Context: an optimization exercise on an open-source flow, tuned for small area, a short achievable clock period and few clock cycles per item. The choices shown serve that exercise and are no tape-out recipe.
The RTL of this run was laid out without a check of its function.
Power is estimated from default activity; no workload was simulated.

`flow/design.v`:
```
module cmd_env_check (
    input  wire        clk,
    input  wire        rst,             
    input  wire        in_valid,
    output wire        in_ready,
    input  wire [31:0] in_data,
    input  wire        in_last,
    input  wire [31:0] conn_id,         
    input  wire [47:0] bus_counter,     
    output reg         res_valid,
    output reg  [2:0]  res_code,        
    output reg  [2:0]  res_cv,          
    output wire [15:0] res_epoch,       
    output wire        res_epoch_set    
);
    localparam [1023:0] N_CV   = {32'hE8029881, 32'h5223C234, 32'h545014ED, 32'h50A04B57, 32'h61FD7922, 32'h80C117ED, 32'h3CD2D7E2, 32'h42B27B5B, 32'hF2B0DAA6, 32'h6BA03E4F, 32'h7DA05C24, 32'h94403C69, 32'hF028BF79, 32'h665713CD, 32'hCD0C0DFF, 32'h42B29FD1, 32'h8270B7B2, 32'hCA17DEBC, 32'h43CED369, 32'h0307E02D, 32'h25214283, 32'hE4BE02A0, 32'hA3383FC0, 32'h8D7090B7, 32'h126F701C, 32'hE76976ED, 32'hEA50808C, 32'h94A1C4AD, 32'hC00117FE, 32'h202C7C8A, 32'h6CA680E3, 32'h57469EE1};
    localparam [511:0]  NT_SEED = {16'h5223, 16'h5450, 16'h50A0, 16'h89FF, 16'h68C3, 16'hD4D0, 16'hAAB0, 16'hF2B0, 16'h83A2, 16'h95A2, 16'h9440, 16'h182A, 16'h8E55, 16'h250E, 16'h42B2, 16'h8270, 16'hCA17, 16'hABCC, 16'hEB05, 16'h2521, 16'h0CBC, 16'h4B3A, 16'h6572, 16'hFA6D, 16'hE769, 16'h0252, 16'h94A1, 16'hC001, 16'h202C, 16'h6CA6, 16'h5746, 16'hE802};  
    localparam [1023:0] C_STEP = {32'h40000000, 32'h20000000, 32'h10000000, 32'h88000000, 32'h84000000, 32'h82000000, 32'h81000000, 32'h00800000, 32'h80400000, 32'h80200000, 32'h00100000, 32'h80080000, 32'h80040000, 32'h80020000, 32'h00010000, 32'h00008000, 32'h00004000, 32'h80002000, 32'h80001000, 32'h00000800, 32'h80000400, 32'h80000200, 32'h80000100, 32'h80000080, 32'h00000040, 32'h80000020, 32'h00000010, 32'h00000008, 32'h00000004, 32'h00000002, 32'h00000001, 32'h80000000};
    localparam [31:0]   K_A    = 32'h3646F9E5;      
    localparam [31:0]   K_B    = 32'h2CADC2C5;      
    localparam [31:0]   K_C    = 32'h87974A2C;      
    localparam [31:0]   N_ONES = 32'h39C4E761;   
    function [31:0] mat;
        input [1023:0] m;
        input [31:0]   v;
        integer i;
        begin
            for (i = 0; i < 32; i = i + 1)
                mat[i] = ^(m[32*i +: 32] & v);
        end
    endfunction
    function [31:0] mat16;
        input [511:0] m;
        input [15:0]  v;
        integer i;
        begin
            for (i = 0; i < 32; i = i + 1)
                mat16[i] = ^(m[16*i +: 16] & v);
        end
    endfunction
    function [31:0] rev32;
        input [31:0] v;
        integer i;
        begin
            for (i = 0; i < 32; i = i + 1)
                rev32[i] = v[31 - i];
        end
    endfunction
    assign in_ready = 1'b1;
    reg        nfirst;         
    reg [31:0] bc_lo;          
    always @(posedge clk) begin
        if (rst)
            nfirst <= 1'b1;
        else if (in_valid)
            nfirst <= in_last;
    end
    reg [15:0] seed_lo;        
    always @(posedge clk) begin
        seed_lo <= rev32(conn_id) ^ {bus_counter[39:32], bus_counter[47:40]};
        if (nfirst)
            bc_lo <= bus_counter[31:0];
    end
    reg [31:0] w_q;
    reg        v_q, l_q, f_q;  
    wire       cv_in;          
    wire [31:0] in_bs = {in_data[7:0], in_data[15:8], in_data[23:16], in_data[31:24]};
    wire [31:0] rcid  = rev32(conn_id);
    always @(posedge clk) begin
        w_q <= cv_in ? in_data : (in_bs ^ {16'd0, nfirst ? rcid[31:16] : 16'd0});
        l_q <= in_last;
        f_q <= nfirst;
        v_q <= in_valid & ~rst;
    end
    wire [31:0] w_raw = {w_q[7:0], w_q[15:8], w_q[23:16], w_q[31:24]};
    localparam [2:0] S_H1 = 3'd0, S_H2 = 3'd1, S_H3 = 3'd2, S_PAY = 3'd3,
                     S_PAIR = 3'd4, S_CV1 = 3'd5, S_CV2 = 3'd6, S_OVER = 3'd7;
    reg  [2:0]  st;            
    reg  [13:0] rem;           
    wire is_h1   = !f_q && st == S_H1;
    wire is_h2   = !f_q && st == S_H2;
    wire is_h3   = !f_q && st == S_H3;
    wire is_pay  = !f_q && st == S_PAY;
    wire is_pair = !f_q && st == S_PAIR;
    wire is_cv1  = !f_q && st == S_CV1;
    wire is_cv2  = !f_q && st == S_CV2;
    wire is_cv   = is_cv1 | is_cv2;
    wire covered = f_q | (st[2] == 1'b0);
    always @(posedge clk) begin
        if (v_q) begin
            if (f_q)
                st <= S_H1;
            else case (st)
                S_H1:   st <= S_H2;
                S_H2:   st <= S_H3;
                S_H3:   st <= (w_raw[15:2] == 14'd0) ? S_PAIR : S_PAY;
                S_PAY:  st <= (rem == 14'd1) ? S_PAIR : S_PAY;
                S_PAIR: st <= S_CV1;
                S_CV1:  st <= S_CV2;
                default: st <= S_OVER;
            endcase
            if (is_h3)
                rem <= w_raw[15:2];
            else if (is_pay)
                rem <= rem - 14'd1;
        end
    end
    assign cv_in = !nfirst && (v_q ? (is_pair | is_cv1) : (st == S_CV1 || st == S_CV2));
    reg  [31:0] f_a, g_b, g_c;
    wire [31:0] nx     = mat(N_CV, w_q);
    wire [31:0] cf_a   = mat(C_STEP, f_a);
    wire [31:0] cg_b   = mat(C_STEP, g_b);
    wire [31:0] cg_c   = mat(C_STEP, g_c);
    wire [31:0] f_next = nx ^ (f_q ? (mat16(NT_SEED, seed_lo) ^ K_A) : cf_a);
    always @(posedge clk) begin
        if (v_q && covered) begin
            f_a <= f_next;
            g_b <= f_q ? K_B : cg_b;
            g_c <= f_q ? K_C : cg_c;
        end
    end
    reg         l1b, l2c;      
    wire [31:0] cg_sel = is_cv1 ? (l1b ? cg_b : 32'd0) : (l2c ? cg_c : cg_b);
    wire [31:0] want   = cf_a ^ cg_sel ^ N_ONES;
    wire        cv_ok  = (nx == want);
    reg         cv1_ok;
    always @(posedge clk) begin
        if (v_q && is_cv1)
            cv1_ok <= cv_ok;
    end
    reg [31:0] env_base;       
    reg [15:0] ep_q;
    reg        s4_hi, s4_ok, kf_ok, pc_ok;
    always @(posedge clk) begin
        if (v_q) begin
            if (f_q)
                env_base[31:16] <= w_raw[15:0];
            if (is_h1) begin
                env_base <= {env_base[31:16], w_raw[31:16]} - bc_lo;
                s4_hi    <= (w_raw[15:0] == bc_lo[31:16]);
            end
            if (is_h2) begin
                s4_ok <= s4_hi && (w_raw[31:16] == bc_lo[15:0]);
                ep_q  <= w_raw[15:0];
            end
            if (is_h3)
                kf_ok <= (w_raw[31:16] == 16'h3000) && (w_raw[1:0] == 2'b00);
            if (is_pair) begin
                l1b   <= (w_raw[31:24] == 8'h06);
                l2c   <= (w_raw[31:24] == 8'h05) || (w_raw[31:24] == 8'h06);
                pc_ok <= ((w_raw[31:24] == 8'h03) || (w_raw[31:24] == 8'h05) ||
                          (w_raw[31:24] == 8'h06)) && (w_raw[23:0] == 24'd0);
            end
        end
    end
    reg [15:0] acc_ep;         
    reg        ep_set;
    reg [31:0] base;
    reg        base_set;
    reg [31:0] cand;
    reg [1:0]  cand_cnt;       
    wire [15:0] ep_diff = ep_q - acc_ep;
    reg         base_eq, cand_eq, ep_eq, ep_newer;
    always @(posedge clk) begin
        base_eq  <= base_set && (env_base == base);
        cand_eq  <= (env_base == cand);
        ep_eq    <= ep_set && (ep_diff == 16'd0);
        ep_newer <= ep_set && (ep_diff != 16'd0) && !ep_diff[15];
    end
    wire done   = v_q & l_q;
    wire s2_ok  = is_cv2 && kf_ok && pc_ok;
    wire s5_ok  = !base_set || base_eq || ep_newer;
    wire s6_ok  = ep_eq || ep_newer;
    reg [2:0] code_r;
    always @* begin
        if (!s4_ok)      code_r = 3'd4;
        else if (!s5_ok) code_r = 3'd5;
        else if (!s6_ok) code_r = 3'd6;
        else             code_r = 3'd0;
    end
    wire cv2_ok = cv_ok;
    wire pre    = s2_ok & cv1_ok;           
    wire [2:0] code_ok  = !s2_ok ? 3'd2 : !cv1_ok ? 3'd3 : code_r;
    wire [2:0] code_bad = !s2_ok ? 3'd2 : 3'd3;
    wire [2:0] code     = cv2_ok ? code_ok : code_bad;
    wire       pass3    = pre & cv2_ok;
    wire [2:0] cvf_ok  = {1'b0, s2_ok & l1b & !cv1_ok, s2_ok & !l1b & !cv1_ok};
    wire [2:0] cvf_bad = {s2_ok & l2c & cv1_ok, s2_ok & !l2c & cv1_ok, 1'b0};
    wire [2:0] cv_flags = cv2_ok ? cvf_ok : cvf_bad;
    wire r_code0  = code_r == 3'd0;
    wire set_ep   = (r_code0 & ep_newer) | (code_r == 3'd6 & !ep_set);
    wire upd_ep   = done & pre & set_ep & cv2_ok;
    always @(posedge clk) begin
        if (rst) begin
            acc_ep <= 16'd0;
            ep_set <= 1'b0;
        end else if (upd_ep) begin
            acc_ep <= ep_q;
            ep_set <= 1'b1;
        end
    end
    reg d_base, d_adopt, d_cand, d_inc, d_clr;
    always @(posedge clk) begin
        if (rst) begin
            d_base  <= 1'b0;
            d_adopt <= 1'b0;
            d_cand  <= 1'b0;
            d_inc   <= 1'b0;
            d_clr   <= 1'b0;
        end else begin
            d_base  <= done & pass3 & r_code0 & (ep_newer | !base_set);
            d_clr   <= done & pass3 & (r_code0 |
                       (code_r == 3'd5 & ep_eq & cand_cnt == 2'd3 & cand_eq));
            d_adopt <= done & pass3 & code_r == 3'd5 & ep_eq & cand_cnt == 2'd3 & cand_eq;
            d_inc   <= done & pass3 & code_r == 3'd5 & ep_eq & cand_cnt != 2'd0 &
                       cand_cnt != 2'd3 & cand_eq;
            d_cand  <= done & pass3 & code_r == 3'd5 & ep_eq & (cand_cnt == 2'd0 | !cand_eq);
        end
    end
    always @(posedge clk) begin
        if (rst) begin
            base_set <= 1'b0;
            cand_cnt <= 2'd0;
        end else begin
            if (d_base) begin
                base     <= env_base;
                base_set <= 1'b1;
            end else if (d_adopt) begin
                base     <= cand;
            end
            if (d_cand) begin
                cand     <= env_base;
                cand_cnt <= 2'd1;
            end else if (d_inc) begin
                cand_cnt <= cand_cnt + 2'd1;
            end else if (d_clr) begin
                cand_cnt <= 2'd0;
            end
        end
    end
    always @(posedge clk) begin
        if (rst)
            res_valid <= 1'b0;
        else
            res_valid <= done;
        res_code <= code;            
        res_cv   <= cv_flags;
    end
    assign res_epoch     = acc_ep;
    assign res_epoch_set = ep_set;
endmodule
```
`flow/run.sh`:
```
#!/bin/bash
# synth_recipe.tcl (not shown) runs the flow's synth.tcl, then flattens the netlist and writes it again
# the make line also repeats each setting of config.mk as NAME=value (left out here)
make -C /OpenROAD-flow-scripts/flow DESIGN_CONFIG=/design/flow/config.mk WORK_HOME=/design/flow/orfs CLKGATE_MAP_FILE= SYNTH_SCRIPT=/design/flow/synth_recipe.tcl finish
```
`flow/config.mk`:
```
export PLATFORM = sky130hd
export DESIGN_NAME = cmd_env_check
export DESIGN_NICKNAME = cmd_env_check
export VERILOG_FILES = /design/flow/design.v
export SDC_FILE = /design/flow/constraint.sdc
export NUM_CORES = 4
export LEC_CHECK = 0
export ABC_CLOCK_PERIOD_IN_PS = 3000
export CAP_MARGIN = 20
export CORE_MARGIN = 2
export CORE_UTILIZATION = 40
export PLACE_DENSITY = 0.6
export SETUP_SLACK_MARGIN = 5.0
export SLEW_MARGIN = 20
```
`flow/constraint.sdc`:
```
create_clock -name core_clock -period 8.0 [get_ports {clk}]
set_input_delay 1.6000 -clock core_clock [delete_from_list [all_inputs] [get_ports {clk}]]
set_output_delay 1.6000 -clock core_clock [all_outputs]
set_load 0.01 [all_outputs]
```
==> notes.md <==
count of TritonRoute iterations in the first routing pass=4; per-instance average area after synthesis=11.3 sq um; max-cap check violation count=0; Netlist cell types=74; largest fanout on the critical path=5; I/O pin cnt=141; vertical extent of the die=236 um; total track usage=22.7%; worst clock skew on the final layout=27.6 ps; Period minus WS final=3860 ps; total number of vias=15100; share of the synthesized netlist area taken by xor and xnor gates=26.2%; placed instance count=2671; sum of internal, switching and leakage power=8.27 mW; commonest cells after routing, fill and taps aside=sky130_fd_sc_hd__edfxtp_1 (264), sky130_fd_sc_hd__xnor2_1 (255), sky130_fd_sc_hd__xor2_1 (143), sky130_fd_sc_hd__clkdlybuf4s50_1 (115), sky130_fd_sc_hd__nor2_1 (114); result of the run=timing/DRC/antenna clean; sequential area share after synthesis=44.9%; total die area=55800 sq um; max-slew headroom at the worst pin=26.9%; Initial Utilization=40.3%; clock network latency to the later pin of the worst-skew pair=580 ps; period utilization=48.3%; wire length per cell after detailed routing=22.6 um; number of design rule violations left after detail routing=0; area of the mapped netlist=21600 sq um; post-route cell area=27400 sq um; startpoint types=register; Clock Root Buffer=sky130_fd_sc_hd__clkbuf_16; actual slew at the worst max-slew pin=1100 ps; detailed-route wire length=64.6 mm; setup TNS=0 ps; yosys synthesis warning count=1; antenna viol nets, final=0; Setup violations, final=0; Row Count=85; hold violation count in the final report=0; worst ir drop on vdd=0.179 mV; data arrival time at the worst-slack endpoint=4320 ps; footprint of the flip-flops and latches=9790 sq um; Critical Path RT=8460 ps; met1 routing resource usage after global routing=29.1%; number of max-slew violations in the final report=0; dominant synthesized flop cell=sky130_fd_sc_hd__edfxtp_1; fraction of synthesized area in multiplexers=4.10%; initial antenna violation count=1; Simple-Gate Fraction of Synth Area=10.0%; largest net degree at the start of global routing=69; highest attainable clock frequency=259 MHz; TritonCTS clock tree=built; adder-cell area share of the yosys netlist=4.21%; Clock Sinks=352; sort of element at the end of the critical path=register; main combinational cell family by area after synthesis=XOR/XNOR gates; number of DRC markers after the initial detailed-route iteration=1010; HPWL Detailed=44.8 mm; clock slew seen by the registers of the worst setup and hold paths=60 ps; number of instances in the synthesized netlist=1907; M3 GR Usage=3.44%; global routing met2 resource utilization=37.7%; I/O Buffers=139; commonest non-fill, non-tap cell in the layout=sky130_fd_sc_hd__edfxtp_1; vias in the first global route=15200; wire length of the first global-routing pass=95.6 mm; power per cell area=301 nW/um^2; final standard cell count with taps included and fillers excluded=2861; per-cell via count in the routed design=5.28; number of fill cells=4660; number of enable flip-flop cells after synthesis=264; Setup Crit Path Kind=register to register; most congested layer reported by global routing=met2; Routability Congestion=0.954; Pleak=10.5 nW; largest buffer count on any clock path=3; CTS Buf Count=42; complex-gate fraction of the synthesized area=6.72%; quantity of hold-fixing buffers added after cts=0; worst-case register-to-register setup slack=4140 ps; Layout Area Growth over Synthesis=27.0%; floorplan die width=236 um; unrepaired setup endpoints after global routing=true; maximum level of the CTS H-tree=2; Hold Path Class=register to register; post-synthesis async set-or-reset flop share=0%; area of placed instances=23900 sq um; overall overflow remaining after global route=0; core area=53600 sq um; Post-Synthesis Net Count=2095; multi-input logic area=12500 sq um; Seq cells post-synth=352; final net count=2320; layout cells sized above 1=22.5%
==> synth_stat cells, types with 12 or more instances <==
library cell,instances,area (sq um)
sky130_fd_sc_hd__inv_1,102,383
sky130_fd_sc_hd__edfxtp_1,264,7930
sky130_fd_sc_hd__nand2_1,94,353
sky130_fd_sc_hd__nand3_1,36,180
sky130_fd_sc_hd__a21o_1,16,120
sky130_fd_sc_hd__nor3_1,27,135
sky130_fd_sc_hd__clkbuf_1,52,195
sky130_fd_sc_hd__xnor2_1,299,2620
sky130_fd_sc_hd__buf_2,19,95.1
sky130_fd_sc_hd__xor2_1,154,1350
sky130_fd_sc_hd__mux2i_1,33,330
sky130_fd_sc_hd__ha_1,71,888
sky130_fd_sc_hd__mux2_2,48,541
sky130_fd_sc_hd__nor4_1,23,144
sky130_fd_sc_hd__nor2_1,122,458
sky130_fd_sc_hd__a21oi_1,97,485
sky130_fd_sc_hd__dfxtp_1,88,1760
sky130_fd_sc_hd__o22ai_1,18,113
sky130_fd_sc_hd__nor2b_1,33,206
sky130_fd_sc_hd__xnor3_1,47,1060
sky130_fd_sc_hd__xor3_1,12,285
sky130_fd_sc_hd__or2_2,18,113
sky130_fd_sc_hd__nand4_1,24,150
sky130_fd_sc_hd__o21ai_0,58,290
==> per-stage QoR <==
stage	hold WS, ps	worst slack, ps	util, %
final	466	4140	51.2
after global routing	473	4110	51.2
after CTS	466	4210	49.8
after detailed placement	459	2660	44.5
after global placement	437	2720	44.5
after floorplan	403	4430	-
==> logic make-up after synthesis <==
logic type / count (synthesis)
AO/OA/AOI/OAI: 244
AND/OR/NAND/NOR: 433
multiplexers: 82
flip-flops: 352
other: 1
adder cells (fa/ha/maj): 72
XOR/XNOR: 529
buffers and inverters: 194
==> sequential cells by signal (all words and copies together), names as in the netlist, 14 cells and up <==
register	flops
base	32
bc_lo	32
cand	32
env_base	32
f_a	32
g_b	32
g_c	32
w_q	32
acc_ep	16
ep_q	16
seed_lo	16
rem	14
==> timing repair <==
action,4_1_cts,5_1_grt
setup buffers,80,31
gates resized for setup,227,82
pin swaps,44,51
setup endpoints to repair,199,131
gates cloned,2,0
==> per-layer routing <==
layer | share of wire, % | vias to the layer above
met5 | 0 | -
met4 | 5.0 | 0
met3 | 4.6 | 139
met2 | 48 | 433
met1 | 42 | 7469
li1 | - | 7077
==> critical path: stages, from the launching register on <==
cell and delay [ps]:
sky130_fd_sc_hd__dfxtp_2 380, sky130_fd_sc_hd__inv_1 120, sky130_fd_sc_hd__ha_4 410, sky130_fd_sc_hd__xor2_1 180, sky130_fd_sc_hd__xnor3_2 540, sky130_fd_sc_hd__xnor2_2 250
sky130_fd_sc_hd__xnor3_1 260, sky130_fd_sc_hd__nor3_2 210, sky130_fd_sc_hd__o2111ai_2 160, sky130_fd_sc_hd__or3_4 460, sky130_fd_sc_hd__buf_4 160, sky130_fd_sc_hd__buf_6 120
sky130_fd_sc_hd__inv_8 60, sky130_fd_sc_hd__nand3_4 150, sky130_fd_sc_hd__or2_4 280
==> final timing paths <==
kind                            startpoint           to  depth (start not counted)
worst max-delay path                w_q[3]  res_code[1]                         14
worst max register to register      w_q[3]  res_code[1]                         14
worst min-delay path                d_cand  cand_cnt[1]                          1
worst min register to register      d_cand  cand_cnt[1]                          1
==> cell type report <==
type | instances | area share, %
clock inverters | 12 | 0.502
repair buffers | 272 | 9.21
clock buffers | 64 | 4.43
well taps | 696 | 3.18
diodes | 1 | 0.00913
inverters | 103 | 1.48
multi-input cells | 1361 | 45.5
flip-flops and latches | 352 | 35.7
==> where the power goes <==
group	total, mW	internal [mW]	switching (mW)
Clock	1.91	1.12	0.796
Sequential	2.39	2.23	0.157
Combinational	3.96	2.12	1.84

==> static timing again, ports no longer ideal <==
In the flow no input, the clock included, has a driving cell. The finished layout below was timed again as built, in two steps.
Step 1, drivers: a clkbuf_16 drives clk and a buf_2 each remaining input, both assumed.
Step 2, shift: input delay + t, output delay - t, t = (earliest + latest rising clock arrival at the registers) / 2. This alone moves slack from input paths to output paths.
Slacks: no drivers / after step 1 / after step 2; pairs: no drivers / after step 1.
t (ns): 0.625
setup WS [ns]: 4.139 / 4.139 / 4.139
worst slew at a driven data input, ns: 0.05
After both steps setup and hold are still met in this run. For this run, drivers alone change the setup slack by 0.000 ns; drivers and shift together by 0.000 ns.
